This is an optimization exercise on Yosys and OpenROAD, whose aim is small area, a short achievable clock period and few clock cycles per item, not a production implementation.
Where RTL was checked, it was by simulation tests only, not by an equivalence proof against the original.
No functional check of the RTL was part of runs 3 and 4.

--- flow/flow/run.sh ---
#!/bin/bash
set -euo pipefail
export BUFFER_PORTS_ARGS="-buffer_cell sky130_fd_sc_hd__buf_1"
bash standard.sh > standard_flow.log 2>&1
--- flow/standard.sh ---
#!/bin/bash
# synth_recipe.tcl (not shown) runs the flow's synth.tcl, then flattens the netlist and writes it again
# the make line also repeats each setting of config.mk as NAME=value (left out here)
make -C /OpenROAD-flow-scripts/flow DESIGN_CONFIG=/design/flow/config.mk WORK_HOME=/design/flow/orfs CLKGATE_MAP_FILE= SYNTH_SCRIPT=/design/flow/synth_recipe.tcl "${@:-finish}"
--- flow/config.mk ---
export PLATFORM = sky130hd
export DESIGN_NAME = yx_sha256
export DESIGN_NICKNAME = yx_sha256
export VERILOG_FILES = /design/flow/design.v
export SDC_FILE = /design/flow/constraint.sdc
export NUM_CORES = 4
export LEC_CHECK = 0
export CAP_MARGIN = 20
export CORE_MARGIN = 2
export CORE_UTILIZATION = 55
export CTS_BUF_LIST = sky130_fd_sc_hd__clkbuf_16
export CTS_CLUSTER_DIAMETER = 70
export CTS_CLUSTER_SIZE = 20
export SETUP_SLACK_MARGIN = 3.6
export SLEW_MARGIN = 20
--- flow/constraint.sdc ---
create_clock -name core_clock -period 8.0 [get_ports {clk}]
set_input_delay 1.6000 -clock core_clock [delete_from_list [all_inputs] [get_ports {clk}]]
set_output_delay 1.6000 -clock core_clock [all_outputs]
set_load 0.01 [all_outputs]
--- flow/design.v ---
module yx_sha256 (
  input  wire         clk,
  input  wire         rst,       
  input  wire         start,
  input  wire         first,
  input  wire [511:0] block,     
  output wire         ready,
  output reg          done,
  output wire [255:0] digest     
);
  localparam [31:0] IV0 = 32'h6a09e667, IV1 = 32'hbb67ae85,
                    IV2 = 32'h3c6ef372, IV3 = 32'ha54ff53a,
                    IV4 = 32'h510e527f, IV5 = 32'h9b05688c,
                    IV6 = 32'h1f83d9ab, IV7 = 32'h5be0cd19;
  function [31:0] rotr(input [31:0] x, input integer n);
    rotr = (x >> n) | (x << (32 - n));
  endfunction
  function [31:0] csa_s(input [31:0] x, input [31:0] y, input [31:0] z);
    csa_s = x ^ y ^ z;
  endfunction
  function [31:0] csa_c(input [31:0] x, input [31:0] y, input [31:0] z);
    csa_c = ((x & y) | (x & z) | (y & z)) << 1;
  endfunction
  function [31:0] ks_add(input [31:0] x, input [31:0] y);
    reg [31:0] gg, pp, gn, pn;
    integer i, k;
    begin
      gg = x & y;
      pp = x ^ y;
      for (k = 1; k < 32; k = k * 2) begin
        for (i = 0; i < 32; i = i + 1) begin
          if (i >= k) begin
            gn[i] = gg[i] | (pp[i] & gg[i-k]);
            pn[i] = pp[i] & pp[i-k];
          end else begin
            gn[i] = gg[i];
            pn[i] = pp[i];
          end
        end
        gg = gn;
        pp = pn;
      end
      ks_add = x ^ y ^ {gg[30:0], 1'b0};
    end
  endfunction
  localparam [2047:0] K_ALL = {
    32'h428a2f98, 32'h71374491, 32'hb5c0fbcf, 32'he9b5dba5,
    32'h3956c25b, 32'h59f111f1, 32'h923f82a4, 32'hab1c5ed5,
    32'hd807aa98, 32'h12835b01, 32'h243185be, 32'h550c7dc3,
    32'h72be5d74, 32'h80deb1fe, 32'h9bdc06a7, 32'hc19bf174,
    32'he49b69c1, 32'hefbe4786, 32'h0fc19dc6, 32'h240ca1cc,
    32'h2de92c6f, 32'h4a7484aa, 32'h5cb0a9dc, 32'h76f988da,
    32'h983e5152, 32'ha831c66d, 32'hb00327c8, 32'hbf597fc7,
    32'hc6e00bf3, 32'hd5a79147, 32'h06ca6351, 32'h14292967,
    32'h27b70a85, 32'h2e1b2138, 32'h4d2c6dfc, 32'h53380d13,
    32'h650a7354, 32'h766a0abb, 32'h81c2c92e, 32'h92722c85,
    32'ha2bfe8a1, 32'ha81a664b, 32'hc24b8b70, 32'hc76c51a3,
    32'hd192e819, 32'hd6990624, 32'hf40e3585, 32'h106aa070,
    32'h19a4c116, 32'h1e376c08, 32'h2748774c, 32'h34b0bcb5,
    32'h391c0cb3, 32'h4ed8aa4a, 32'h5b9cca4f, 32'h682e6ff3,
    32'h748f82ee, 32'h78a5636f, 32'h84c87814, 32'h8cc70208,
    32'h90befffa, 32'ha4506ceb, 32'hbef9a3f7, 32'hc67178f2
  };
  reg         ebusy;                       
  reg         ei, ei_iv, ei_h;             
  reg         er61, er62, er63;            
  reg  [5:0]  kidx;                        
  reg  [31:0] e, f, g;                     
  reg  [31:0] p, q;                        
  reg  [31:0] kq;                          
  reg  [31:0] kw;                          
  reg  [31:0] t1;                          
  reg  [31:0] w [0:14];                    
  reg  [31:0] w15s, w15c;                  
  reg         pi, pi_iv, pi_h;             
  reg         pa_iv, pa_h;                 
  reg         ai, ai_iv, ai_h;             
  reg         al61, al62, al63;            
  reg  [31:0] a, b, c;                     
  reg         fst;                         
  reg  [31:0] h0, h1, h2, h3, h4, h5, h6, h7;
  wire idle = ~ebusy & ~ei;
  assign ready  = idle | er62;
  assign digest = {h0, h1, h2, h3, h4, h5, h6, h7};
  wire accept = start & ready;
  wire [31:0] big_s1 = rotr(e, 6) ^ rotr(e, 11) ^ rotr(e, 25);
  wire [31:0] ch     = (e & f) ^ (~e & g);
  wire [31:0] e_s1 = csa_s(p, ch, big_s1),   e_c1 = csa_c(p, ch, big_s1);
  wire [31:0] t_s1 = csa_s(q, ch, big_s1),   t_c1 = csa_c(q, ch, big_s1);
  wire [31:0] e_rnd = ks_add(e_s1, e_c1);     
  wire [31:0] t_rnd = ks_add(t_s1, t_c1);     
  wire [31:0] big_s0 = rotr(a, 2) ^ rotr(a, 13) ^ rotr(a, 22);
  wire [31:0] maj    = (a & b) ^ (a & c) ^ (b & c);
  wire [31:0] a_s1 = csa_s(t1, maj, big_s0), a_c1 = csa_c(t1, maj, big_s0);
  wire [31:0] a_rnd = ks_add(a_s1, a_c1);     
  wire [31:0] sel_a = fst ? (al61 ? IV3 : al62 ? IV2 : IV1) : (al61 ? h3 : al62 ? h2 : h1);
  wire [31:0] sel_e = fst ? (er61 ? IV7 : er62 ? IV6 : IV5) : (er61 ? h7 : er62 ? h6 : h5);
  wire [31:0] add_a = sel_a + a;
  wire [31:0] add_e = sel_e + e;
  wire [31:0] base0 = fst ? IV0 : h0;
  wire [31:0] base4 = fst ? IV4 : h4;
  wire [31:0] sml_s0 = rotr(w[1], 7) ^ rotr(w[1], 18) ^ (w[1] >> 3);
  wire [31:0] sml_s1 = rotr(w[14], 17) ^ rotr(w[14], 19) ^ (w[14] >> 10);
  wire [31:0] w_s1   = csa_s(w[0], w[9], sml_s0),  w_c1 = csa_c(w[0], w[9], sml_s0);
  wire [31:0] w_s2   = csa_s(w_s1, w_c1, sml_s1),   w_c2 = csa_c(w_s1, w_c1, sml_s1);
  wire [31:0] w15    = w15s + w15c;
  wire [31:0] op_d  = pi_iv ? IV3 : pi_h ? h3 : pa_iv ? IV2 : pa_h ? h2 : b;
  wire [31:0] op_h  = pi_iv ? IV7 : pi_h ? h7 : g;
  wire [31:0] op_kw = pi ? w[0] : kw;
  wire [31:0] op_q  = pi ? 32'h428a2f98 : er62 ? base0 : 32'd0;
  wire [31:0] op_p  = pi ? 32'h428a2f98 : er62 ? base4 : 32'd0;
  wire [31:0] q_s1  = csa_s(op_h, op_q, op_kw),  q_c1 = csa_c(op_h, op_q, op_kw);
  wire [31:0] p_s1  = csa_s(op_h, op_p, op_kw),  p_c1 = csa_c(op_h, op_p, op_kw);
  wire [31:0] p_s2  = csa_s(p_s1, p_c1, op_d),   p_c2 = csa_c(p_s1, p_c1, op_d);
  wire [31:0] q_nx  = ks_add(q_s1, q_c1);
  wire [31:0] p_nx  = ks_add(p_s2, p_c2);
  wire [5:0]  kidx_nx = accept ? 6'd1 : kidx + 6'd1;
  wire [31:0] kw_nx = kq + w[1];
  wire        rnd_e = ~ei | (er63 & ei_h);     
  wire        rnd_a = ~ai | (al63 & ai_h);     
  wire [31:0] e_alt = ei_iv ? IV4 : h4;
  wire [31:0] f_alt = ei_iv ? IV5 : er63 ? add_e : h5;
  wire [31:0] g_alt = ei_iv ? IV6 : h6;
  wire [31:0] a_alt = ai_iv ? IV0 : h0;
  wire [31:0] b_alt = ai_iv ? IV1 : al63 ? add_a : h1;
  wire [31:0] c_alt = ai_iv ? IV2 : h2;
  integer i;
  always @(posedge clk) begin
    if (rst) begin
      ebusy <= 1'b0;
      ei    <= 1'b0;
      ei_iv <= 1'b0;
      ei_h  <= 1'b0;
      er61  <= 1'b0;
      er62  <= 1'b0;
      er63  <= 1'b0;
      ai    <= 1'b0;
      pi    <= 1'b0;
      pi_iv <= 1'b0;
      pi_h  <= 1'b0;
      pa_iv <= 1'b0;
      pa_h  <= 1'b0;
      ai_iv <= 1'b0;
      ai_h  <= 1'b0;
      al61  <= 1'b0;
      al62  <= 1'b0;
      al63  <= 1'b0;
      done  <= 1'b0;
    end else begin
      ei    <= accept;
      ei_iv <= accept & first;
      ei_h  <= accept & ~first;
      er61  <= ebusy & (kidx == 6'd62);
      er62  <= er61;
      er63  <= er62;
      if (ei)
        ebusy <= 1'b1;
      else if (er63)
        ebusy <= 1'b0;
      ai    <= ei;
      pi_iv <= first & start & ready;
      pi_h  <= ~first & start & ready;
      pi    <= (first & start & ready) | (~first & start & ready);
      pa_iv <= pi_iv;
      pa_h  <= pi_h;
      ai_iv <= ei_iv;
      ai_h  <= ei_h;
      al61  <= er61;
      al62  <= al61;
      al63  <= al62;
      done  <= al63;
    end
  end
  always @(posedge clk) begin
    kidx <= kidx_nx;
    kq   <= K_ALL[2047 - 32*kidx_nx -: 32];
    if (ai) fst <= ai_iv;
    if (er61) h7 <= add_e;
    if (er62) h6 <= add_e;
    if (er63) begin h5 <= add_e; h4 <= e_rnd; end
    if (al61) h3 <= add_a;
    if (al62) h2 <= add_a;
    if (al63) begin h1 <= add_a; h0 <= a_rnd; end
    p  <= p_nx;
    q  <= q_nx;
    kw <= kw_nx;
    t1 <= t_rnd;
    e  <= rnd_e ? e_rnd : e_alt;
    a  <= rnd_a ? a_rnd : a_alt;
    if (ei) begin
      f <= f_alt; g <= g_alt;
    end else begin
      f <= e; g <= f;
    end
    if (ai) begin
      b <= b_alt; c <= c_alt;
    end else begin
      b <= a; c <= b;
    end
    if (ready) begin
      for (i = 0; i < 15; i = i + 1)
        w[i] <= block[511 - 32*i -: 32];
      w15s <= block[31:0];
      w15c <= 32'd0;
    end else begin
      for (i = 0; i < 14; i = i + 1)
        w[i] <= w[i + 1];
      w[14] <= w15;
      w15s  <= w_s2;
      w15c  <= w_c2;
    end
  end
endmodule
==> impl_metrics.xml, run 1 <==
<?xml version="1.0" encoding="UTF-8"?>
<metrics>
  <group name="floorplanning">
    <metric name="die_width" unit="um">351</metric>
    <metric name="initial_core_util" unit="%">55.3</metric>
    <metric name="core_area" unit="um^2">120000</metric>
    <metric name="dieArea" unit="um^2">123000</metric>
    <metric name="vertical_die_dimension" unit="um">351</metric>
    <metric name="num_io_pins" unit="">774</metric>
    <metric name="num_rows" unit="">127</metric>
  </group>
  <group name="clocking">
    <metric name="count_of_h_tree_levels_built_during_cts" unit="">3</metric>
    <metric name="clk_root_buffer_cell" unit="">sky130_fd_sc_hd__clkbuf_16</metric>
    <metric name="numCtsBuffers" unit="">87</metric>
    <metric name="clockBufferDepth" unit="">3</metric>
    <metric name="cts.sink_count" unit="">1175</metric>
    <metric name="cts_hold_buffers" unit="">0</metric>
    <metric name="cts_tree" unit="">done</metric>
    <metric name="register_clock_pin_slew_on_the_reported_worst_setup_and_hold_paths" unit="ns">0.10</metric>
    <metric name="clk-insertion-delay-late" unit="ns">0.73</metric>
  </group>
  <group name="hold_path">
    <metric name="worstHoldStart" unit="">w[4][18]</metric>
    <metric name="hold_wc_path_type" unit="">reg -&gt; reg</metric>
  </group>
  <group name="timing">
    <metric name="achievable-frequency" unit="MHz">227</metric>
    <metric name="slew_headroom" unit="%">22.5</metric>
    <metric name="setup_violations" unit="">0</metric>
    <metric name="layout_min_cycle_time" unit="ns">4.41</metric>
    <metric name="grt_setup_unrepaired" unit="">yes</metric>
    <metric name="hold_viol_final" unit="">0</metric>
    <metric name="worst_clock_skew" unit="ns">0.0318</metric>
    <metric name="slew_viol_final" unit="">0</metric>
    <metric name="timing_worst_slew_pin_value" unit="ns">1.15</metric>
    <metric name="fin_tns_setup" unit="ns">0</metric>
    <metric name="finalCritPeriodShare" unit="%">55.1</metric>
  </group>
  <group name="global_route">
    <metric name="grt_first_pass_wirelength" unit="mm">367</metric>
    <metric name="gr-total-overflow" unit="">0</metric>
    <metric name="vias_in_the_first_global_route" unit="">55500</metric>
    <metric name="grt_usage" unit="%">40.8</metric>
    <metric name="antenna_found_initial" unit="">13</metric>
    <metric name="grt_start_max_net_pins" unit="">214</metric>
  </group>
  <group name="layout">
    <metric name="multi_input_comb_area" unit="um^2">37900</metric>
    <metric name="final_layout_size_suffix_gt1_share" unit="%">6.74</metric>
    <metric name="fill_cells" unit="">10700</metric>
    <metric name="layout.nets" unit="">9295</metric>
    <metric name="area_taken_by_flip_flops_and_latches" unit="um^2">25500</metric>
    <metric name="area_delta_synth_final" unit="%">12.9</metric>
    <metric name="post_layout_nonfiller_instances" unit="">9916</metric>
  </group>
  <group name="routing">
    <metric name="detail_route.first_pass.iterations" unit="">7</metric>
    <metric name="post-route-drc-count" unit="">0</metric>
    <metric name="met2_wirelength" unit="mm">114</metric>
    <metric name="detail_route.vias_per_cell" unit="">5.87</metric>
    <metric name="drt-initial-drc-count" unit="">6460</metric>
    <metric name="drt-total-wl" unit="mm">259</metric>
    <metric name="wl_met1" unit="mm">96.8</metric>
    <metric name="wl_per_cell" unit="um">26.1</metric>
    <metric name="detailroute.via_count" unit="">58300</metric>
    <metric name="route.antenna.remaining_nets" unit="">0</metric>
    <metric name="detailroute.wirelength.met3" unit="mm">25.5</metric>
    <metric name="maxUsedRoutingLayer" unit="">met5</metric>
  </group>
  <group name="run">
    <metric name="timing.max_cap.violations" unit="">0</metric>
  </group>
  <group name="logic_synthesis">
    <metric name="synth_cells" unit="">7663</metric>
    <metric name="synth.cell_area" unit="um^2">66100</metric>
    <metric name="ys_seq_elements" unit="">1175</metric>
    <metric name="synth.lib_cells_used.distinct" unit="">103</metric>
    <metric name="edff_count_synth" unit="">193</metric>
    <metric name="yosysTopAreaCell" unit="">sky130_fd_sc_hd__dfxtp_1</metric>
    <metric name="synth-main-ff-cell" unit="">sky130_fd_sc_hd__dfxtp_1</metric>
    <metric name="yosys_warnings" unit="">2</metric>
    <metric name="synth_nets" unit="">8731</metric>
    <metric name="synthArstFlopShare" unit="%">0</metric>
    <metric name="synth_sequential_area_ratio" unit="%">38.5</metric>
    <metric name="synth_largest_type_area_fraction" unit="%">29.7</metric>
    <metric name="synth_top_cells_by_area" unit="">sky130_fd_sc_hd__dfxtp_1 30%, sky130_fd_sc_hd__nand2_1 10%, sky130_fd_sc_hd__edfxtp_1 8.8%</metric>
    <metric name="synth.avg_cell_area" unit="um^2">8.63</metric>
  </group>
  <group name="place">
    <metric name="hpwl" unit="mm">202</metric>
    <metric name="place.port_buffers" unit="">773</metric>
    <metric name="number_of_cells_after_detailed_placement" unit="">9698</metric>
    <metric name="gpl.final_weighted_congestion" unit="">1.05</metric>
  </group>
  <group name="setup_path">
    <metric name="required" unit="ns">8.57</metric>
    <metric name="critical_path_peak_fanout" unit="">6</metric>
    <metric name="criticalPathCategory" unit="">reg -&gt; reg</metric>
    <metric name="critPathCaptureType" unit="">flop</metric>
    <metric name="critPathArrivalTime" unit="ns">4.98</metric>
    <metric name="startpoint_type" unit="">flop</metric>
    <metric name="critical_path.startpoint" unit="">e[13]</metric>
    <metric name="regToRegStartpoint" unit="">e[13]</metric>
  </group>
  <group name="run_status">
    <metric name="run_status" unit="">no timing/DRC/antenna violations</metric>
  </group>
</metrics>
==> layout make-up <==
type                    instances  share of cell area, %
multi-input cells            5537                   50.8
flip-flops and latches       1175                   34.2
repair buffers                887                   5.65
clock buffers                  91                   3.05
inverters                     539                   2.73
well taps                    1612                   2.70
clock inverters                63                  0.875
diodes                         12                 0.0402
==> worst paths after layout <==
check	cells after the start	end	slack, ns
max	14	t1[30]	3.59
min	2	w[3][18]	0.41
max reg2reg	14	t1[30]	3.59
min reg2reg	2	w[3][18]	0.41
==> critical path, cell delays in order, from the launching register on <==
cell                       delay (ns)
sky130_fd_sc_hd__dfxtp_1         0.59
sky130_fd_sc_hd__xor2_1          0.28
sky130_fd_sc_hd__xnor2_2         0.17
sky130_fd_sc_hd__fa_1            0.61
sky130_fd_sc_hd__inv_1           0.07
sky130_fd_sc_hd__ha_1            0.30
sky130_fd_sc_hd__a211o_1         0.15
sky130_fd_sc_hd__a21oi_1         0.10
sky130_fd_sc_hd__o21ai_0         0.36
sky130_fd_sc_hd__a41o_1          0.32
sky130_fd_sc_hd__a31o_2          0.26
sky130_fd_sc_hd__nand2_1         0.11
sky130_fd_sc_hd__o21ai_1         0.23
sky130_fd_sc_hd__a211oi_1        0.12
sky130_fd_sc_hd__xnor2_1         0.56
==> registers in the layout, indices dropped and copies added, names as in the netlist, 31 cells and up <==
register / flops
a: 32
b: 32
c: 32
e: 32
f: 32
g: 32
h0: 32
h1: 32
h2: 32
h3: 32
h4: 32
h5: 32
h6: 32
h7: 32
kq: 32
kw: 32
p: 32
q: 32
t1: 32
w: 480
w15c: 31
w15s: 32
==> layer usage <==
layer,global-route usage (%),up-vias
li1,-,26600
met1,50.3,27700
met2,63.6,3136
met3,8.47,751
met4,29.6,8
met5,0,-
==> synth_stat cells, types with 75 or more instances <==
cell type	instances
sky130_fd_sc_hd__xor2_1	112
sky130_fd_sc_hd__a21o_1	167
sky130_fd_sc_hd__mux2_2	84
sky130_fd_sc_hd__mux2i_1	115
sky130_fd_sc_hd__xnor2_1	400
sky130_fd_sc_hd__dfxtp_1	982
sky130_fd_sc_hd__nand2b_1	75
sky130_fd_sc_hd__o21ai_0	371
sky130_fd_sc_hd__fa_1	255
sky130_fd_sc_hd__clkbuf_1	352
sky130_fd_sc_hd__edfxtp_1	193
sky130_fd_sc_hd__nand2_1	1840
sky130_fd_sc_hd__nor2_1	370
sky130_fd_sc_hd__a21oi_1	369
sky130_fd_sc_hd__nand3_1	89
sky130_fd_sc_hd__inv_1	536
sky130_fd_sc_hd__ha_1	297
sky130_fd_sc_hd__nor2b_1	82
==> cell usage in the layout, fill, tap and decap left out, types with 103 or more instances in the layout <==
master | synthesis | layout
sky130_fd_sc_hd__fa_1 | 255 | 253
sky130_fd_sc_hd__nand2_1 | 1840 | 1837
sky130_fd_sc_hd__a21o_1 | 167 | 167
sky130_fd_sc_hd__mux2i_1 | 115 | 103
sky130_fd_sc_hd__o21ai_0 | 371 | 361
sky130_fd_sc_hd__dfxtp_1 | 982 | 949
sky130_fd_sc_hd__xor2_1 | 112 | 110
sky130_fd_sc_hd__xnor2_1 | 400 | 382
sky130_fd_sc_hd__nor2_1 | 370 | 356
sky130_fd_sc_hd__edfxtp_1 | 193 | 193
sky130_fd_sc_hd__ha_1 | 297 | 284
sky130_fd_sc_hd__a21oi_1 | 369 | 357
sky130_fd_sc_hd__inv_1 | 536 | 547
sky130_fd_sc_hd__buf_1 | 30 | 773
==> kinds of logic after synthesis <==
logic type / after synthesis / synth area share [%]
adders and majority gates: 561 / 13.5
xor gates and xnor gates: 516 / 6.88
muxes: 200 / 3.21
buffers and inverters: 951 / 5.48
and+or+nand+nor: 2758 / 17.6
DFF: 1175 / 38.5
AOI/OAI and AO/OA: 1502 / 14.9
==> through the flow <==
| step | instance area (um^2) | util (%) | worst slack, ns | hold WS [ns] |
|---|---|---|---|---|
| floorplan | 66300 | - | 3.51 | 0.392 |
| global placement | 70100 | 58.6 | 2.45 | 0.395 |
| detailed placement | 70100 | 58.6 | 2.26 | 0.397 |
| CTS | 73900 | 61.8 | 3.54 | 0.416 |
| global route | 74600 | 62.4 | 3.45 | 0.428 |
| finish | 74700 | 62.4 | 3.59 | 0.414 |
==> what timing repair did <==
action                     in CTS  in global routing
resized for setup              81                120
setup buffers                  27                 17
setup endpoints to repair     176                118
hold endpoints to repair        0                  0
gates cloned                    5                  3
pin swaps                      11                 18
Testbench counts, summed over its fixed seeds: cycles 50,528, blocks 789.
==> run 2, diff against run 1 <==
--- a/flow/config.mk
+++ b/flow/config.mk
@@ -12,4 +12,4 @@
 export CTS_CLUSTER_DIAMETER = 70
 export CTS_CLUSTER_SIZE = 20
-export SETUP_SLACK_MARGIN = 3.6
+export SETUP_SLACK_MARGIN = 3.7
 export SLEW_MARGIN = 20
==> impl_metrics.xml, run 2 <==
<?xml version="1.0" encoding="UTF-8"?>
<metrics>
  <group name="timing">
    <metric name="grt_setup_unrepaired" unit="">yes</metric>
    <metric name="timing_worst_slew_pin_value" unit="ns">1.24</metric>
    <metric name="setup_violations" unit="">0</metric>
    <metric name="achievable-frequency" unit="MHz">232</metric>
    <metric name="worst_clock_skew" unit="ns">0.0341</metric>
    <metric name="fin_tns_setup" unit="ns">0</metric>
    <metric name="slew_viol_final" unit="">0</metric>
    <metric name="layout_min_cycle_time" unit="ns">4.31</metric>
    <metric name="hold_viol_final" unit="">0</metric>
    <metric name="finalCritPeriodShare" unit="%">53.9</metric>
    <metric name="slew_headroom" unit="%">16.6</metric>
  </group>
  <group name="global_route">
    <metric name="grt_start_max_net_pins" unit="">224</metric>
    <metric name="use_met1" unit="%">50.1</metric>
    <metric name="grt_usage" unit="%">40.9</metric>
    <metric name="groute.layer.met2.usage" unit="%">64.6</metric>
    <metric name="grt_first_pass_wirelength" unit="mm">367</metric>
    <metric name="antenna_found_initial" unit="">8</metric>
    <metric name="grt_most_used_layer" unit="">met2</metric>
    <metric name="gr-total-overflow" unit="">0</metric>
    <metric name="gr_met3_demand_resource" unit="%">8.28</metric>
    <metric name="vias_in_the_first_global_route" unit="">55300</metric>
  </group>
  <group name="layout">
    <metric name="fill_cells" unit="">10500</metric>
    <metric name="final_layout_size_suffix_gt1_share" unit="%">7.81</metric>
    <metric name="area_delta_synth_final" unit="%">13.8</metric>
    <metric name="largest-register" unit="">w</metric>
    <metric name="layout.nets" unit="">9321</metric>
    <metric name="largest_reg_flops" unit="">480</metric>
    <metric name="final_cell_mix" unit="">1835 x sky130_fd_sc_hd__nand2_1, 943 x sky130_fd_sc_hd__dfxtp_1, 773 x sky130_fd_sc_hd__buf_1</metric>
    <metric name="most_common_cell_after_layout_fill_and_taps_aside" unit="">sky130_fd_sc_hd__nand2_1</metric>
  </group>
  <group name="floorplanning">
    <metric name="initial_core_util" unit="%">55.3</metric>
    <metric name="dieArea" unit="um^2">123000</metric>
    <metric name="die_width" unit="um">351</metric>
    <metric name="num_rows" unit="">127</metric>
    <metric name="core_area" unit="um^2">120000</metric>
    <metric name="num_io_pins" unit="">774</metric>
    <metric name="vertical_die_dimension" unit="um">351</metric>
  </group>
  <group name="logic_synthesis">
    <metric name="synth_sequential_area_ratio" unit="%">38.5</metric>
    <metric name="post_synth_most_frequent_cells" unit="">1840 x sky130_fd_sc_hd__nand2_1, 982 x sky130_fd_sc_hd__dfxtp_1, 536 x sky130_fd_sc_hd__inv_1, 400 x sky130_fd_sc_hd__xnor2_1, 371 x sky130_fd_sc_hd__o21ai_0</metric>
    <metric name="edff_count_synth" unit="">193</metric>
    <metric name="most_common_cell_in_the_synthesized_netlist" unit="">sky130_fd_sc_hd__nand2_1</metric>
    <metric name="synth.lib_cells_used.distinct" unit="">103</metric>
    <metric name="yosys_warnings" unit="">2</metric>
    <metric name="synth.avg_cell_area" unit="um^2">8.63</metric>
    <metric name="synth-main-ff-cell" unit="">sky130_fd_sc_hd__dfxtp_1</metric>
    <metric name="ys_seq_elements" unit="">1175</metric>
    <metric name="synth.cell_area" unit="um^2">66100</metric>
    <metric name="synth_cells" unit="">7663</metric>
    <metric name="synth_nets" unit="">8731</metric>
    <metric name="synth_largest_type_area_fraction" unit="%">29.7</metric>
    <metric name="yosysTopAreaCell" unit="">sky130_fd_sc_hd__dfxtp_1</metric>
    <metric name="synthArstFlopShare" unit="%">0</metric>
    <metric name="synth_top_cells_by_area" unit="">sky130_fd_sc_hd__dfxtp_1 30%, sky130_fd_sc_hd__nand2_1 10%, sky130_fd_sc_hd__edfxtp_1 8.8%</metric>
  </group>
  <group name="place">
    <metric name="place.port_buffers" unit="">773</metric>
    <metric name="gpl.final_weighted_congestion" unit="">1.04</metric>
    <metric name="hpwl" unit="mm">202</metric>
  </group>
  <group name="routing">
    <metric name="drt-initial-drc-count" unit="">6179</metric>
    <metric name="post-route-drc-count" unit="">0</metric>
    <metric name="wl_per_cell" unit="um">26.2</metric>
    <metric name="detail_route.first_pass.iterations" unit="">6</metric>
    <metric name="route.antenna.remaining_nets" unit="">0</metric>
    <metric name="detail_route.vias_per_cell" unit="">5.85</metric>
    <metric name="drt-total-wl" unit="mm">261</metric>
    <metric name="detailroute.via_count" unit="">58200</metric>
  </group>
  <group name="run_status">
    <metric name="run_status" unit="">no timing/DRC/antenna violations</metric>
  </group>
  <group name="setup_path">
    <metric name="critical-path-max-stage-delay" unit="ns">0.58</metric>
    <metric name="criticalPathCategory" unit="">reg -&gt; reg</metric>
    <metric name="crit_chain" unit="">buf_12 &gt; mux2i_4 &gt; or2_4 &gt; inv_2 &gt; fa_1 &gt; inv_2 &gt; fa_1 &gt; fa_2 &gt; nor2b_4 &gt; o31a_1 &gt; o211ai_1 &gt; a21oi_2 &gt; o41ai_4 &gt; buf_4 &gt; a21oi_4 &gt; a21o_1 &gt; a21oi_2 &gt; xnor2_1</metric>
    <metric name="cp_slowest_cell" unit="">sky130_fd_sc_hd__fa_1</metric>
    <metric name="startpoint_type" unit="">flop</metric>
    <metric name="required" unit="ns">8.64</metric>
    <metric name="critical_path_peak_fanout" unit="">8</metric>
    <metric name="critPathCaptureType" unit="">flop</metric>
    <metric name="critPathArrivalTime" unit="ns">4.96</metric>
  </group>
  <group name="clocking">
    <metric name="cts_tree" unit="">done</metric>
    <metric name="count_of_h_tree_levels_built_during_cts" unit="">3</metric>
    <metric name="register_clock_pin_slew_on_the_reported_worst_setup_and_hold_paths" unit="ns">0.08</metric>
    <metric name="cts.sink_count" unit="">1175</metric>
    <metric name="cts_hold_buffers" unit="">0</metric>
    <metric name="clockBufferDepth" unit="">3</metric>
    <metric name="numCtsBuffers" unit="">86</metric>
    <metric name="clk_root_buffer_cell" unit="">sky130_fd_sc_hd__clkbuf_16</metric>
    <metric name="clk-insertion-delay-late" unit="ns">0.73</metric>
  </group>
  <group name="hold_path">
    <metric name="hold_wc_path_type" unit="">reg -&gt; reg</metric>
  </group>
  <group name="run">
    <metric name="timing.max_cap.violations" unit="">0</metric>
  </group>
</metrics>
==> run 2: metal layers <==
| layer | share of wire (%) | up-vias |
|---|---|---|
| met2 | 45 | 3045 |
| met1 | 38 | 27800 |
| met5 | 0.010 | - |
| met4 | 8.4 | 4 |
| li1 | - | 26700 |
| met3 | 9.4 | 681 |
==> run 2: path summary, 6_finish.rpt <==
kind	startpoint	end	slack, ns	depth (start not counted)
hold / removal	w[4][7]	w[3][7]	0.41	2
hold reg to reg	w[4][7]	w[3][7]	0.41	2
setup / recovery	pi_h	p[27]	3.69	18
setup reg to reg	pi_h	p[27]	3.69	18
==> run 2: critical path, delay by kind of cell (launching register included) <==
family                     cells  cell delay (ns)
xor gates and xnor gates       1             0.12
muxes                          1             0.26
adders and majority gates      3             1.34
DFF                            1             0.47
AOI/OAI and AO/OA              7             1.40
and+or+nand+nor                2             0.23
buffers and inverters          4             0.41
==> run 2: cells by family after synthesis <==
| kind of cell | count (synthesis) | share of synthesized area (%) |
|---|---|---|
| AND/OR/NAND/NOR | 2758 | 17.6 |
| XOR/XNOR | 516 | 6.88 |
| flip-flops | 1175 | 38.5 |
| multiplexers | 200 | 3.21 |
| AO/OA/AOI/OAI | 1502 | 14.9 |
| adder cells (fa/ha/maj) | 561 | 13.5 |
| buffers and inverters | 951 | 5.48 |
==> run 2: cell type report <==
cell class	instances	area [um^2]	share of cell area [%]
Antenna cell	9	22.5	0.0299
Clock buffer	87	2180	2.89
Clock inverter	63	673	0.894
Inverter	539	2040	2.71
Multi-Input combinational cell	5539	38300	50.9
Sequential cell	1175	25500	33.9
Tap cell	1612	2020	2.68
Timing Repair Buffer	911	4450	5.92
Timing Repair inverter	1	8.76	0.0116
==> run 2: per-stage QoR <==
step	area [um^2]	setup WS [ns]	hold slack, ns	util, %	cells
2_1_floorplan	66400	3.62	0.392	-	7663
3_3_place_gp	70200	2.13	0.394	58.7	9693
3_5_place_dp	70200	2.14	0.397	58.7	9693
4_1_cts	74200	3.64	0.418	62.0	9895
5_1_grt	75300	3.58	0.428	62.9	9931
6_report	75300	3.69	0.411	62.9	9936
==> run 2: timing repair <==
action,CTS,global route
pin swaps,16,51
gates cloned,7,5
setup endpoints to repair,245,111
setup buffers,45,27
resized for setup,128,152
hold endpoints to repair,0,0
==> run 3, diff against run 2 <==
--- a/flow/design.v
+++ b/flow/design.v
@@ -21,4 +21,21 @@
   function [31:0] csa_c(input [31:0] x, input [31:0] y, input [31:0] z);
     csa_c = ((x & y) | (x & z) | (y & z)) << 1;
+  endfunction
+  function [31:0] sk_add(input [31:0] x, input [31:0] y);
+    reg [31:0] gg, pp;
+    integer i, k;
+    begin
+      gg = x & y;
+      pp = x ^ y;
+      for (k = 1; k < 32; k = k * 2) begin
+        for (i = 31; i >= 0; i = i - 1) begin
+          if ((i / k) % 2 == 1) begin
+            gg[i] = gg[i] | (pp[i] & gg[(i / k) * k - 1]);
+            pp[i] = pp[i] & pp[(i / k) * k - 1];
+          end
+        end
+      end
+      sk_add = x ^ y ^ {gg[30:0], 1'b0};
+    end
   endfunction
   function [31:0] ks_add(input [31:0] x, input [31:0] y);
@@ -88,10 +105,10 @@
   wire [31:0] e_s1 = csa_s(p, ch, big_s1),   e_c1 = csa_c(p, ch, big_s1);
   wire [31:0] t_s1 = csa_s(q, ch, big_s1),   t_c1 = csa_c(q, ch, big_s1);
-  wire [31:0] e_rnd = ks_add(e_s1, e_c1);     
-  wire [31:0] t_rnd = ks_add(t_s1, t_c1);     
+  wire [31:0] e_rnd = sk_add(e_s1, e_c1);     
+  wire [31:0] t_rnd = sk_add(t_s1, t_c1);     
   wire [31:0] big_s0 = rotr(a, 2) ^ rotr(a, 13) ^ rotr(a, 22);
   wire [31:0] maj    = (a & b) ^ (a & c) ^ (b & c);
   wire [31:0] a_s1 = csa_s(t1, maj, big_s0), a_c1 = csa_c(t1, maj, big_s0);
-  wire [31:0] a_rnd = ks_add(a_s1, a_c1);     
+  wire [31:0] a_rnd = sk_add(a_s1, a_c1);     
   wire [31:0] sel_a = fst ? (al61 ? IV3 : al62 ? IV2 : IV1) : (al61 ? h3 : al62 ? h2 : h1);
   wire [31:0] sel_e = fst ? (er61 ? IV7 : er62 ? IV6 : IV5) : (er61 ? h7 : er62 ? h6 : h5);
==> impl_metrics.xml, run 3 <==
<?xml version="1.0" encoding="UTF-8"?>
<metrics>
  <group name="clocking">
    <metric name="cts_tree" unit="">done</metric>
    <metric name="register_clock_pin_slew_on_the_reported_worst_setup_and_hold_paths" unit="ns">0.08</metric>
    <metric name="cts.sink_count" unit="">1175</metric>
    <metric name="cts_hold_buffers" unit="">0</metric>
    <metric name="count_of_h_tree_levels_built_during_cts" unit="">3</metric>
    <metric name="numCtsBuffers" unit="">83</metric>
    <metric name="clk_root_buffer_cell" unit="">sky130_fd_sc_hd__clkbuf_16</metric>
    <metric name="clockBufferDepth" unit="">3</metric>
    <metric name="clk-insertion-delay-late" unit="ns">0.72</metric>
  </group>
  <group name="place">
    <metric name="gpl.final_weighted_congestion" unit="">1.01</metric>
    <metric name="hpwl" unit="mm">200</metric>
    <metric name="number_of_cells_after_detailed_placement" unit="">9410</metric>
    <metric name="detailedPlace.worstSlack" unit="ns">2.69</metric>
    <metric name="place.port_buffers" unit="">773</metric>
  </group>
  <group name="logic_synthesis">
    <metric name="synth-simple-area-share" unit="%">17.2</metric>
    <metric name="synth_top_cells_by_area" unit="">sky130_fd_sc_hd__dfxtp_1 30%, sky130_fd_sc_hd__nand2_1 11%, sky130_fd_sc_hd__edfxtp_1 8.9%</metric>
    <metric name="most_common_cell_in_the_synthesized_netlist" unit="">sky130_fd_sc_hd__nand2_1</metric>
    <metric name="ys_seq_elements" unit="">1175</metric>
    <metric name="post_synth_most_frequent_cells" unit="">1841 x sky130_fd_sc_hd__nand2_1, 982 x sky130_fd_sc_hd__dfxtp_1, 518 x sky130_fd_sc_hd__inv_1, 367 x sky130_fd_sc_hd__xnor2_1, 347 x sky130_fd_sc_hd__o21ai_0</metric>
    <metric name="synth.cell_area" unit="um^2">64800</metric>
    <metric name="synth-adder-area-share" unit="%">14.1</metric>
    <metric name="post_synth_xor_area_fraction" unit="%">6.92</metric>
    <metric name="synth_sequential_area_ratio" unit="%">39.3</metric>
    <metric name="synth_largest_type_area_fraction" unit="%">30.3</metric>
    <metric name="yosys_warnings" unit="">2</metric>
    <metric name="synth_nets" unit="">8506</metric>
    <metric name="synthMuxAreaShare" unit="%">3.17</metric>
    <metric name="synth-main-ff-cell" unit="">sky130_fd_sc_hd__dfxtp_1</metric>
    <metric name="compound_cell_area_share_of_the_yosys_netlist" unit="%">14.1</metric>
    <metric name="synth.lib_cells_used.distinct" unit="">88</metric>
    <metric name="synth.avg_cell_area" unit="um^2">8.73</metric>
    <metric name="edff_count_synth" unit="">193</metric>
    <metric name="synth_cells" unit="">7429</metric>
    <metric name="yosysTopAreaCell" unit="">sky130_fd_sc_hd__dfxtp_1</metric>
    <metric name="dominant_combinational_cell_family_by_area_after_synthesis" unit="">simple AND/OR/NAND/NOR gates</metric>
    <metric name="synthArstFlopShare" unit="%">0</metric>
  </group>
  <group name="layout">
    <metric name="final_cell_mix" unit="">1837 x sky130_fd_sc_hd__nand2_1, 914 x sky130_fd_sc_hd__dfxtp_1, 773 x sky130_fd_sc_hd__buf_1</metric>
    <metric name="area_delta_synth_final" unit="%">15.4</metric>
    <metric name="largest_reg_flops" unit="">480</metric>
    <metric name="largest-register" unit="">w</metric>
    <metric name="most_common_cell_after_layout_fill_and_taps_aside" unit="">sky130_fd_sc_hd__nand2_1</metric>
    <metric name="area_taken_by_flip_flops_and_latches" unit="um^2">25600</metric>
    <metric name="fill_cells" unit="">10100</metric>
    <metric name="post_layout_nonfiller_instances" unit="">9713</metric>
    <metric name="layout.nets" unit="">9196</metric>
    <metric name="final_layout_size_suffix_gt1_share" unit="%">9.51</metric>
    <metric name="multi_input_comb_area" unit="um^2">37400</metric>
  </group>
  <group name="floorplanning">
    <metric name="core_area" unit="um^2">117000</metric>
    <metric name="dieArea" unit="um^2">121000</metric>
    <metric name="vertical_die_dimension" unit="um">347</metric>
    <metric name="initial_core_util" unit="%">55.7</metric>
    <metric name="num_rows" unit="">125</metric>
    <metric name="num_io_pins" unit="">774</metric>
    <metric name="die_width" unit="um">347</metric>
  </group>
  <group name="global_route">
    <metric name="gr-total-overflow" unit="">0</metric>
    <metric name="grt_first_pass_wirelength" unit="mm">368</metric>
    <metric name="grt_start_max_net_pins" unit="">228</metric>
    <metric name="antenna_found_initial" unit="">21</metric>
    <metric name="vias_in_the_first_global_route" unit="">55100</metric>
    <metric name="grt_usage" unit="%">41.8</metric>
  </group>
  <group name="timing">
    <metric name="worst_clock_skew" unit="ns">0.0253</metric>
    <metric name="grt_setup_unrepaired" unit="">yes</metric>
    <metric name="worst_hold_slack" unit="ns">0.411</metric>
    <metric name="hold_viol_final" unit="">0</metric>
    <metric name="layout_min_cycle_time" unit="ns">4.40</metric>
    <metric name="worst_slack" unit="ns">3.60</metric>
    <metric name="slew_headroom" unit="%">9.27</metric>
    <metric name="timing_worst_slew_pin_value" unit="ns">1.32</metric>
    <metric name="setup_violations" unit="">0</metric>
    <metric name="slew_viol_final" unit="">0</metric>
    <metric name="achievable-frequency" unit="MHz">227</metric>
    <metric name="finalCritPeriodShare" unit="%">55.0</metric>
    <metric name="fin_tns_setup" unit="ns">0</metric>
  </group>
  <group name="setup_path">
    <metric name="regToRegStartpoint" unit="">pi_h</metric>
    <metric name="regToRegEndpoint" unit="">p[31]</metric>
    <metric name="required" unit="ns">8.60</metric>
    <metric name="critical_path_peak_fanout" unit="">6</metric>
    <metric name="criticalPathCategory" unit="">reg -&gt; reg</metric>
    <metric name="startpoint_type" unit="">flop</metric>
    <metric name="critPathArrivalTime" unit="ns">5.00</metric>
    <metric name="critPathCaptureType" unit="">flop</metric>
    <metric name="ff2ff_setup_slack" unit="ns">3.60</metric>
    <metric name="r2r.worst_path.cells" unit="">18</metric>
  </group>
  <group name="routing">
    <metric name="post-route-drc-count" unit="">0</metric>
    <metric name="detailroute.via_count" unit="">58200</metric>
    <metric name="detail_route.vias_per_cell" unit="">6.00</metric>
    <metric name="wl_per_cell" unit="um">27.1</metric>
    <metric name="drt-initial-drc-count" unit="">6580</metric>
    <metric name="detail_route.first_pass.iterations" unit="">6</metric>
    <metric name="route.antenna.remaining_nets" unit="">0</metric>
    <metric name="drt-total-wl" unit="mm">263</metric>
  </group>
  <group name="hold_path">
    <metric name="worstHoldStart" unit="">w[3][11]</metric>
    <metric name="hold_wc_path_type" unit="">reg -&gt; reg</metric>
    <metric name="min_delay_path_depth" unit="">2</metric>
    <metric name="timing.hold.worst_endpoint" unit="">w[2][11]</metric>
  </group>
  <group name="run">
    <metric name="timing.max_cap.violations" unit="">0</metric>
  </group>
  <group name="run_status">
    <metric name="run_status" unit="">no timing/DRC/antenna violations</metric>
  </group>
</metrics>
[run 3: cell count changes after synthesis, sizes merged, moves of 13 or more]
cell / delta
a21oi: -34
clkbuf: -15
o21ai: -34
nand3b: -16
nor2: -54
or3: -13
xor2: +30
inv: -18
a22oi: -15
nor3: +18
nor3b: -13
xnor2: -34
o21a: -23
[run 3: what timing repair did]
item / 4_1_cts / 5_1_grt
gates cloned: 7 / 6
endpoints found under the setup margin: 372 / 160
pin swaps: 32 / 88
buffers inserted: 71 / 64
resized for setup: 185 / 233
[run 3: logic make-up after synthesis]
kind of cell | Yosys count
fa+ha+maj | 573
mux | 193
buf+inv | 916
compound gates | 1398
flops | 1175
simple gates | 2662
xor+xnor | 512
[run 3: routing by layer]
metal,wire [um],GRT usage (%),vias up
met4,23100,30.1,6
li1,-,-,26100
met3,25700,8.03,816
met1,95500,50.6,27900
met2,119000,66.7,3428
met5,27,0,-
[run 3: through the flow]
step / instance area, um^2 / util, %
2_1_floorplan: 65100 / -
3_3_place_gp: 69000 / 59.2
3_5_place_dp: 69000 / 59.2
4_1_cts: 73300 / 62.9
5_1_grt: 74800 / 64.2
6_report: 74900 / 64.2
[run 3: worst max-delay path by stage]
stage	from	to	slack, ns	cells past startpoint
3_3_place_gp	pi	p[30]	2.75	17
4_1_cts	fst	p[27]	3.59	17
3_5_place_dp	pi	p[30]	2.69	17
6_report	pi_h	p[31]	3.60	18
2_1_floorplan	er62	p[27]	3.51	17
5_1_grt	pi_h	p[31]	3.53	19
[run 3: cell type report]
type                    instances  area share [%]
well taps                    1524            2.55
clock inverters                54           0.744
clock buffers                  86            2.87
inverters                     524            2.65
multi-input cells            5340            50.0
repair buffers                995            6.97
flip-flops and latches       1175            34.2
diodes                         15          0.0501
[run 3: critical path: stages (launching register included)]
cell	delay [ns]
sky130_fd_sc_hd__dfxtp_4	0.46
sky130_fd_sc_hd__buf_16	0.18
sky130_fd_sc_hd__buf_8	0.16
sky130_fd_sc_hd__nor2b_1	0.06
sky130_fd_sc_hd__a211o_1	0.35
sky130_fd_sc_hd__inv_1	0.11
sky130_fd_sc_hd__fa_1	0.45
sky130_fd_sc_hd__fa_1	0.55
sky130_fd_sc_hd__inv_2	0.06
sky130_fd_sc_hd__ha_4	0.25
sky130_fd_sc_hd__a21o_1	0.18
sky130_fd_sc_hd__a21o_1	0.16
sky130_fd_sc_hd__a21o_1	0.15
sky130_fd_sc_hd__a21o_1	0.20
sky130_fd_sc_hd__a2111oi_4	0.37
sky130_fd_sc_hd__nand3_2	0.17
sky130_fd_sc_hd__a31oi_1	0.19
sky130_fd_sc_hd__o21bai_1	0.11
sky130_fd_sc_hd__xnor2_1	0.12
==> run 4, diff against run 3 <==
--- a/flow/design.v
+++ b/flow/design.v
@@ -130,6 +130,6 @@
   wire [31:0] p_s1  = csa_s(op_h, op_p, op_kw),  p_c1 = csa_c(op_h, op_p, op_kw);
   wire [31:0] p_s2  = csa_s(p_s1, p_c1, op_d),   p_c2 = csa_c(p_s1, p_c1, op_d);
-  wire [31:0] q_nx  = ks_add(q_s1, q_c1);
-  wire [31:0] p_nx  = ks_add(p_s2, p_c2);
+  wire [31:0] q_nx  = sk_add(q_s1, q_c1);
+  wire [31:0] p_nx  = sk_add(p_s2, p_c2);
   wire [5:0]  kidx_nx = accept ? 6'd1 : kidx + 6'd1;
   wire [31:0] kw_nx = kq + w[1];
==> impl_metrics.xml, run 4 <==
<?xml version="1.0" encoding="UTF-8"?>
<metrics>
  <group name="logic_synthesis">
    <metric name="synthMuxAreaShare" unit="%">3.23</metric>
    <metric name="synth.lib_cells_used.distinct" unit="">91</metric>
    <metric name="yosys_warnings" unit="">2</metric>
    <metric name="synth_sequential_area_ratio" unit="%">39.8</metric>
    <metric name="post_synth_xor_area_fraction" unit="%">6.81</metric>
    <metric name="compound_cell_area_share_of_the_yosys_netlist" unit="%">13.2</metric>
    <metric name="edff_count_synth" unit="">193</metric>
    <metric name="dominant_combinational_cell_family_by_area_after_synthesis" unit="">simple AND/OR/NAND/NOR gates</metric>
    <metric name="most_common_cell_in_the_synthesized_netlist" unit="">sky130_fd_sc_hd__nand2_1</metric>
    <metric name="post_synth_most_frequent_cells" unit="">1811 x sky130_fd_sc_hd__nand2_1, 982 x sky130_fd_sc_hd__dfxtp_1, 518 x sky130_fd_sc_hd__inv_1, 363 x sky130_fd_sc_hd__xnor2_1, 333 x sky130_fd_sc_hd__nor2_1</metric>
    <metric name="synthArstFlopShare" unit="%">0</metric>
    <metric name="yosysTopAreaCell" unit="">sky130_fd_sc_hd__dfxtp_1</metric>
    <metric name="synth_nets" unit="">8316</metric>
    <metric name="synth_cells" unit="">7233</metric>
    <metric name="synth_largest_type_area_fraction" unit="%">30.8</metric>
    <metric name="ys_seq_elements" unit="">1175</metric>
    <metric name="synth_top_cells_by_area" unit="">sky130_fd_sc_hd__dfxtp_1 31%, sky130_fd_sc_hd__nand2_1 11%, sky130_fd_sc_hd__edfxtp_1 9.1%</metric>
    <metric name="synth.cell_area" unit="um^2">63900</metric>
    <metric name="synth-main-ff-cell" unit="">sky130_fd_sc_hd__dfxtp_1</metric>
    <metric name="synth-simple-area-share" unit="%">17.2</metric>
    <metric name="synth-adder-area-share" unit="%">14.5</metric>
    <metric name="synth.avg_cell_area" unit="um^2">8.83</metric>
  </group>
  <group name="clocking">
    <metric name="clk_root_buffer_cell" unit="">sky130_fd_sc_hd__clkbuf_16</metric>
    <metric name="numCtsBuffers" unit="">86</metric>
    <metric name="clockBufferDepth" unit="">3</metric>
    <metric name="count_of_h_tree_levels_built_during_cts" unit="">3</metric>
    <metric name="register_clock_pin_slew_on_the_reported_worst_setup_and_hold_paths" unit="ns">0.08</metric>
    <metric name="cts.sink_count" unit="">1175</metric>
    <metric name="cts_hold_buffers" unit="">0</metric>
    <metric name="clk-insertion-delay-late" unit="ns">0.71</metric>
    <metric name="cts_tree" unit="">done</metric>
  </group>
  <group name="layout">
    <metric name="most_common_cell_after_layout_fill_and_taps_aside" unit="">sky130_fd_sc_hd__nand2_1</metric>
    <metric name="area_delta_synth_final" unit="%">14.8</metric>
    <metric name="area_taken_by_flip_flops_and_latches" unit="um^2">25500</metric>
    <metric name="largest_reg_flops" unit="">480</metric>
    <metric name="final_cell_mix" unit="">1805 x sky130_fd_sc_hd__nand2_1, 938 x sky130_fd_sc_hd__dfxtp_1, 772 x sky130_fd_sc_hd__buf_1</metric>
    <metric name="fill_cells" unit="">10100</metric>
    <metric name="layout.nets" unit="">8975</metric>
    <metric name="largest-register" unit="">w</metric>
    <metric name="multi_input_comb_area" unit="um^2">36100</metric>
    <metric name="final_layout_size_suffix_gt1_share" unit="%">8.32</metric>
    <metric name="final_instance_area" unit="um^2">73400</metric>
  </group>
  <group name="place">
    <metric name="placement.cell_area" unit="um^2">67900</metric>
    <metric name="place.port_buffers" unit="">773</metric>
    <metric name="hpwl" unit="mm">182</metric>
    <metric name="gpl.final_weighted_congestion" unit="">1.02</metric>
  </group>
  <group name="floorplanning">
    <metric name="vertical_die_dimension" unit="um">345</metric>
    <metric name="num_io_pins" unit="">774</metric>
    <metric name="core_area" unit="um^2">116000</metric>
    <metric name="die_width" unit="um">345</metric>
    <metric name="dieArea" unit="um^2">119000</metric>
    <metric name="initial_core_util" unit="%">55.2</metric>
    <metric name="num_rows" unit="">125</metric>
  </group>
  <group name="global_route">
    <metric name="antenna_found_initial" unit="">15</metric>
    <metric name="grt_first_pass_wirelength" unit="mm">339</metric>
    <metric name="vias_in_the_first_global_route" unit="">52100</metric>
    <metric name="grt_usage" unit="%">39.1</metric>
    <metric name="gr-total-overflow" unit="">0</metric>
    <metric name="grt_start_max_net_pins" unit="">111</metric>
  </group>
  <group name="setup_path">
    <metric name="critical_path_peak_fanout" unit="">6</metric>
    <metric name="timing.critical_path.buf_inv" unit="">6</metric>
    <metric name="crit_chain" unit="">buf_6 &gt; buf_16 &gt; buf_16 &gt; buf_8 &gt; nor2b_1 &gt; a211o_1 &gt; fa_1 &gt; inv_1 &gt; fa_1 &gt; inv_2 &gt; ha_4 &gt; a21o_1 &gt; nand2_2 &gt; o31ai_4 &gt; a31o_4 &gt; o311a_4 &gt; nor3_4 &gt; o21ai_2 &gt; a21o_1 &gt; a21oi_2 &gt; xnor2_1</metric>
    <metric name="critPathArrivalTime" unit="ns">5.12</metric>
    <metric name="startpoint_type" unit="">flop</metric>
    <metric name="critical-path-max-stage-delay" unit="ns">0.53</metric>
    <metric name="criticalPathCategory" unit="">reg -&gt; reg</metric>
    <metric name="required" unit="ns">8.63</metric>
    <metric name="cp_slowest_cell" unit="">sky130_fd_sc_hd__fa_1</metric>
    <metric name="worst_path_top_cell_family_by_delay" unit="">compound AO/OA/AOI/OAI gates</metric>
    <metric name="critPathCaptureType" unit="">flop</metric>
  </group>
  <group name="routing">
    <metric name="detail_route.vias_per_cell" unit="">5.72</metric>
    <metric name="wl_per_cell" unit="um">25.3</metric>
    <metric name="detailroute.via_count" unit="">54300</metric>
    <metric name="drt-total-wl" unit="mm">241</metric>
    <metric name="detail_route.first_pass.iterations" unit="">6</metric>
    <metric name="drt-initial-drc-count" unit="">5289</metric>
    <metric name="post-route-drc-count" unit="">0</metric>
    <metric name="route.antenna.remaining_nets" unit="">0</metric>
  </group>
  <group name="timing">
    <metric name="grt_setup_unrepaired" unit="">yes</metric>
    <metric name="worst_clock_skew" unit="ns">0.0245</metric>
    <metric name="slew_viol_final" unit="">0</metric>
    <metric name="finalCritPeriodShare" unit="%">56.1</metric>
    <metric name="timing_worst_slew_pin_value" unit="ns">1.05</metric>
    <metric name="achievable-frequency" unit="MHz">223</metric>
    <metric name="slew_headroom" unit="%">28.2</metric>
    <metric name="hold_viol_final" unit="">0</metric>
    <metric name="setup_violations" unit="">0</metric>
    <metric name="fin_tns_setup" unit="ns">0</metric>
    <metric name="layout_min_cycle_time" unit="ns">4.49</metric>
  </group>
  <group name="run">
    <metric name="timing.max_cap.violations" unit="">0</metric>
  </group>
  <group name="hold_path">
    <metric name="hold_wc_path_type" unit="">reg -&gt; reg</metric>
  </group>
  <group name="run_status">
    <metric name="run_status" unit="">no timing/DRC/antenna violations</metric>
  </group>
</metrics>
run 4: logic make-up (layout without fill, tap and decap cells):
family          count (synthesis)  after routing
mux                           195            195
simple gates                 2620           2622
flops                        1175           1175
xor+xnor                      496            496
fa+ha+maj                     579            579
other cells                     0             16
buf+inv                       899           1618
compound gates               1269           1270
run 4: worst min-delay path: cells and delay by family, from the launching register on:
family        cells  cell delay (ns)
flops             1             0.31
simple gates      2             0.08
run 4: area by class of cell:
class / count / area share, %
timing repair buffer: 945 / 6.59
clock buffer: 89 / 3.04
inverter: 522 / 2.70
antenna: 16 / 0.0546
clock inverter: 62 / 0.998
sequential: 1175 / 34.8
multi-input combinational: 5162 / 49.2
tap: 1524 / 2.60
run 4: layer usage:
| metal | vias to the layer above | GRT usage (%) | part of all wire, % |
|---|---|---|---|
| met3 | 649 | 6.33 | 7.4 |
| met5 | - | 0 | 0.0042 |
| met4 | 2 | 25.9 | 7.8 |
| li1 | 25200 | - | - |
| met1 | 26100 | 46.9 | 37 |
| met2 | 2416 | 64.8 | 48 |
run 4: worst paths after layout:
| check | to | slack [ns] | cells after the start | startpoint |
|---|---|---|---|---|
| worst max register to register | p[30] | 3.51 | 21 | pi_h |
| worst min register to register | w[10][21] | 0.42 | 2 | w[11][21] |
| worst min-delay path | w[10][21] | 0.42 | 2 | w[11][21] |
| worst max-delay path | p[30] | 3.51 | 21 | pi_h |
run 4: through the flow:
stage | cells | hold slack [ns] | util, % | worst slack, ns
finish | 9495 | 0.418 | 63.4 | 3.51
global route | 9485 | 0.430 | 63.4 | 3.42
CTS | 9438 | 0.415 | 62.6 | 3.57
floorplan | 7233 | 0.392 | - | 3.31
detailed placement | 9217 | 0.399 | 58.6 | 1.75
global placement | 9217 | 0.394 | 58.6 | 1.81
run 4: repair_timing:
item	4_1_cts	5_1_grt
resized for setup	164	133
setup endpoints to repair	285	147
cloned	8	3
pin swaps	35	33
setup buffers	62	38
==> run 5, diff against run 4 <==
--- a/flow/design.v
+++ b/flow/design.v
@@ -113,6 +113,6 @@
   wire [31:0] sel_a = fst ? (al61 ? IV3 : al62 ? IV2 : IV1) : (al61 ? h3 : al62 ? h2 : h1);
   wire [31:0] sel_e = fst ? (er61 ? IV7 : er62 ? IV6 : IV5) : (er61 ? h7 : er62 ? h6 : h5);
-  wire [31:0] add_a = sel_a + a;
-  wire [31:0] add_e = sel_e + e;
+  wire [31:0] add_a = sk_add(sel_a, a);
+  wire [31:0] add_e = sk_add(sel_e, e);
   wire [31:0] base0 = fst ? IV0 : h0;
   wire [31:0] base4 = fst ? IV4 : h4;
@@ -121,5 +121,5 @@
   wire [31:0] w_s1   = csa_s(w[0], w[9], sml_s0),  w_c1 = csa_c(w[0], w[9], sml_s0);
   wire [31:0] w_s2   = csa_s(w_s1, w_c1, sml_s1),   w_c2 = csa_c(w_s1, w_c1, sml_s1);
-  wire [31:0] w15    = w15s + w15c;
+  wire [31:0] w15    = sk_add(w15s, w15c);
   wire [31:0] op_d  = pi_iv ? IV3 : pi_h ? h3 : pa_iv ? IV2 : pa_h ? h2 : b;
   wire [31:0] op_h  = pi_iv ? IV7 : pi_h ? h7 : g;
@@ -133,5 +133,5 @@
   wire [31:0] p_nx  = sk_add(p_s2, p_c2);
   wire [5:0]  kidx_nx = accept ? 6'd1 : kidx + 6'd1;
-  wire [31:0] kw_nx = kq + w[1];
+  wire [31:0] kw_nx = sk_add(kq, w[1]);
   wire        rnd_e = ~ei | (er63 & ei_h);     
   wire        rnd_a = ~ai | (al63 & ai_h);     
==> impl_metrics.xml, run 5 <==
<?xml version="1.0" encoding="UTF-8"?>
<metrics>
  <group name="run_status">
    <metric name="run_status" unit="">no timing/DRC/antenna violations</metric>
  </group>
  <group name="timing">
    <metric name="achievable-frequency" unit="MHz">226</metric>
    <metric name="layout_min_cycle_time" unit="ns">4.43</metric>
    <metric name="slew_headroom" unit="%">23.6</metric>
    <metric name="slew_viol_final" unit="">0</metric>
    <metric name="hold_viol_final" unit="">0</metric>
    <metric name="fin_tns_setup" unit="ns">0</metric>
    <metric name="worst_clock_skew" unit="ns">0.0287</metric>
    <metric name="timing_worst_slew_pin_value" unit="ns">1.14</metric>
    <metric name="grt_setup_unrepaired" unit="">yes</metric>
    <metric name="finalCritPeriodShare" unit="%">55.3</metric>
    <metric name="setup_violations" unit="">0</metric>
  </group>
  <group name="clocking">
    <metric name="cts_hold_buffers" unit="">0</metric>
    <metric name="clk_root_buffer_cell" unit="">sky130_fd_sc_hd__clkbuf_16</metric>
    <metric name="cts_tree" unit="">done</metric>
    <metric name="clockBufferDepth" unit="">3</metric>
    <metric name="numCtsBuffers" unit="">85</metric>
    <metric name="clk-insertion-delay-late" unit="ns">0.71</metric>
    <metric name="cts.sink_count" unit="">1175</metric>
    <metric name="register_clock_pin_slew_on_the_reported_worst_setup_and_hold_paths" unit="ns">0.08</metric>
    <metric name="count_of_h_tree_levels_built_during_cts" unit="">3</metric>
  </group>
  <group name="logic_synthesis">
    <metric name="synth_sequential_area_ratio" unit="%">40.4</metric>
    <metric name="synth.cell_area" unit="um^2">62900</metric>
    <metric name="synth.lib_cells_used.distinct" unit="">81</metric>
    <metric name="ys_seq_elements" unit="">1175</metric>
    <metric name="synth-main-ff-cell" unit="">sky130_fd_sc_hd__dfxtp_1</metric>
    <metric name="synth_top_cells_by_area" unit="">sky130_fd_sc_hd__dfxtp_1 31%, sky130_fd_sc_hd__nand2_1 11%, sky130_fd_sc_hd__edfxtp_1 9.2%</metric>
    <metric name="synth.avg_cell_area" unit="um^2">8.97</metric>
    <metric name="yosys_warnings" unit="">2</metric>
    <metric name="yosysTopAreaCell" unit="">sky130_fd_sc_hd__dfxtp_1</metric>
    <metric name="synth_cells" unit="">7017</metric>
    <metric name="most_common_cell_in_the_synthesized_netlist" unit="">sky130_fd_sc_hd__nand2_1</metric>
    <metric name="edff_count_synth" unit="">193</metric>
    <metric name="synth_largest_type_area_fraction" unit="%">31.2</metric>
    <metric name="post_synth_most_frequent_cells" unit="">1774 x sky130_fd_sc_hd__nand2_1, 982 x sky130_fd_sc_hd__dfxtp_1, 546 x sky130_fd_sc_hd__inv_1, 350 x sky130_fd_sc_hd__xnor2_1, 311 x sky130_fd_sc_hd__clkbuf_1</metric>
    <metric name="synthArstFlopShare" unit="%">0</metric>
    <metric name="synth_nets" unit="">8124</metric>
  </group>
  <group name="setup_path">
    <metric name="cp_slowest_cell" unit="">sky130_fd_sc_hd__fa_1</metric>
    <metric name="critical_path_peak_fanout" unit="">8</metric>
    <metric name="required" unit="ns">8.61</metric>
    <metric name="criticalPathCategory" unit="">reg -&gt; reg</metric>
    <metric name="regToRegStartpoint" unit="">pi_h</metric>
    <metric name="startpoint_type" unit="">flop</metric>
    <metric name="critical-path-max-stage-delay" unit="ns">0.56</metric>
    <metric name="critical_path.startpoint" unit="">pi_h</metric>
    <metric name="critPathCaptureType" unit="">flop</metric>
    <metric name="critical_path.most_common_cell" unit="">sky130_fd_sc_hd__buf_12</metric>
    <metric name="crit_chain" unit="">buf_12 &gt; buf_12 &gt; nor2_4 &gt; buf_6 &gt; a22oi_1 &gt; or2_2 &gt; fa_1 &gt; inv_1 &gt; ha_1 &gt; a21o_1 &gt; a21oi_4 &gt; o21ai_4 &gt; o31a_1 &gt; a32oi_2 &gt; a41oi_2 &gt; and4_1 &gt; a2111oi_4 &gt; xnor2_1</metric>
    <metric name="critPathArrivalTime" unit="ns">5.04</metric>
    <metric name="r2r.worst_path.cells" unit="">18</metric>
  </group>
  <group name="hold_path">
    <metric name="hold_wc_path_type" unit="">reg -&gt; reg</metric>
    <metric name="min_delay_path_depth" unit="">2</metric>
    <metric name="worstHoldStart" unit="">w[10][18]</metric>
  </group>
  <group name="place">
    <metric name="place.port_buffers" unit="">773</metric>
    <metric name="gpl.final_weighted_congestion" unit="">0.999</metric>
    <metric name="placement.cell_area" unit="um^2">67000</metric>
    <metric name="hpwl" unit="mm">179</metric>
  </group>
  <group name="layout">
    <metric name="most_common_cell_after_layout_fill_and_taps_aside" unit="">sky130_fd_sc_hd__nand2_1</metric>
    <metric name="layout.nets" unit="">8842</metric>
    <metric name="largest-register" unit="">w</metric>
    <metric name="area_delta_synth_final" unit="%">15.6</metric>
    <metric name="largest_reg_flops" unit="">480</metric>
    <metric name="final_instance_area" unit="um^2">72800</metric>
    <metric name="final_layout_size_suffix_gt1_share" unit="%">8.62</metric>
    <metric name="final_cell_mix" unit="">1767 x sky130_fd_sc_hd__nand2_1, 954 x sky130_fd_sc_hd__dfxtp_1, 773 x sky130_fd_sc_hd__buf_1</metric>
  </group>
  <group name="global_route">
    <metric name="grt_first_pass_wirelength" unit="mm">338</metric>
    <metric name="grt_usage" unit="%">39.6</metric>
    <metric name="grt_start_max_net_pins" unit="">119</metric>
    <metric name="gr-total-overflow" unit="">0</metric>
    <metric name="antenna_found_initial" unit="">20</metric>
    <metric name="vias_in_the_first_global_route" unit="">51600</metric>
  </group>
  <group name="floorplanning">
    <metric name="num_rows" unit="">124</metric>
    <metric name="initial_core_util" unit="%">55.3</metric>
    <metric name="num_io_pins" unit="">774</metric>
    <metric name="dieArea" unit="um^2">117000</metric>
    <metric name="core_area" unit="um^2">114000</metric>
    <metric name="die_width" unit="um">342</metric>
    <metric name="vertical_die_dimension" unit="um">342</metric>
  </group>
  <group name="routing">
    <metric name="drt-total-wl" unit="mm">240</metric>
    <metric name="detailroute.via_count" unit="">53300</metric>
    <metric name="wl_per_cell" unit="um">25.8</metric>
    <metric name="route.antenna.remaining_nets" unit="">0</metric>
    <metric name="drt-initial-drc-count" unit="">5247</metric>
    <metric name="post-route-drc-count" unit="">0</metric>
    <metric name="detail_route.vias_per_cell" unit="">5.72</metric>
    <metric name="detail_route.first_pass.iterations" unit="">6</metric>
  </group>
  <group name="run">
    <metric name="timing.max_cap.violations" unit="">0</metric>
  </group>
</metrics>
[run 5: per-layer routing]
layer  GRT usage (%)  part of all wire (%)  wire (um)  vias to the layer above
li1                -                     -          -                    24500
met1            46.7                    36      87300                    25600
met2            66.7                    48     114000                     2441
met3            6.15                   7.8      18800                      697
met4            26.3                   8.3      19900                        6
met5               0                 0.019         46                        -
[run 5: final cells by class]
cell class                 count  area, um^2
inverter                     548        2110
timing repair buffer         984        5120
clock buffer                  89        2230
clock inverter                59         621
sequential                  1175       25500
tap                         1512        1890
antenna                        9        22.5
fill                        9986       41100
multi-input combinational   4941       35300
[run 5: kinds of logic (layout without fill, tap and decap cells)]
group | Yosys count | count (layout) | synth area share (%)
AOI/OAI and AO/OA | 1154 | 1157 | 12.1
xor gates and xnor gates | 483 | 484 | 6.75
adders and majority gates | 603 | 603 | 15.4
buffers and inverters | 907 | 1680 | 5.44
DFF | 1175 | 1175 | 40.4
muxes | 189 | 189 | 3.26
other | 0 | 9 | 0
and+or+nand+nor | 2506 | 2508 | 16.6
[run 5: worst max-delay path: cells and delay by family (launching register included)]
kind	cells	cell delay (ns)
compound gates	8	1.56
xor+xnor	1	0.16
fa+ha+maj	2	0.83
buf+inv	4	0.55
flops	1	0.37
simple gates	3	0.84
[run 5: per-stage QoR]
step	utilization (%)	hold slack (ns)	cells	worst slack (ns)
floorplan	-	0.392	7017	3.66
global placement	58.9	0.394	8996	2.15
detailed placement	58.9	0.398	8996	2.14
CTS	62.9	0.415	9245	3.52
global route	63.9	0.423	9317	3.49
finish	63.9	0.406	9317	3.57
[run 5: worst paths after layout]
| check | end | slack, ns |
|---|---|---|
| worst max register to register | p[31] | 3.57 |
| worst max-delay path | p[31] | 3.57 |
| worst min register to register | w[9][18] | 0.41 |
| worst min-delay path | w[9][18] | 0.41 |
[run 5: what timing repair did]
action / 4_1_cts / 5_1_grt
resized for setup: 138 / 132
endpoints found under the setup margin: 295 / 136
pin swaps: 36 / 42
setup buffers: 88 / 59
cloned: 13 / 4
Testbench counts of run 5, summed over its fixed seeds: cycles 50,528, blocks 789.

## static timing again, ports no longer ideal
No port has a modelled driver above. Below, the same layouts with a new extraction and two added sets of constraints.
Step 1: set_driving_cell puts a clkbuf_16 on clk and a buf_2 on each other input, an assumption about the parent block.
Step 2, shift: input delay + t, output delay - t, t = (earliest + latest rising clock arrival at the registers) / 2. This alone moves slack from input paths to output paths.
Slacks: ideal / step 1 / step 2; pairs: ideal / step 1.
run | t, ns | setup slack, ns | latest minus earliest clock arrival (ns) | slew at the worst register clock pin (ns)
run 1 | 0.798 | 3.589 / 3.589 / 3.067 | 0.032 / 0.032 | 0.10 / 0.10
run 2 | 0.793 | 3.687 / 3.687 / 3.084 | 0.036 / 0.036 | 0.09 / 0.09
run 3 | 0.788 | 3.603 / 3.603 / 3.135 | 0.028 / 0.028 | 0.09 / 0.09
run 4 | 0.786 | 3.512 / 3.512 / 3.115 | 0.030 / 0.029 | 0.09 / 0.09
run 5 | 0.770 | 3.575 / 3.575 / 3.025 | 0.029 / 0.029 | 0.09 / 0.09
After both steps every run listed still meets setup and hold. The setup slack of run 2, which loses most, moves by 0.000 ns with the drivers and by -0.603 ns with both steps.
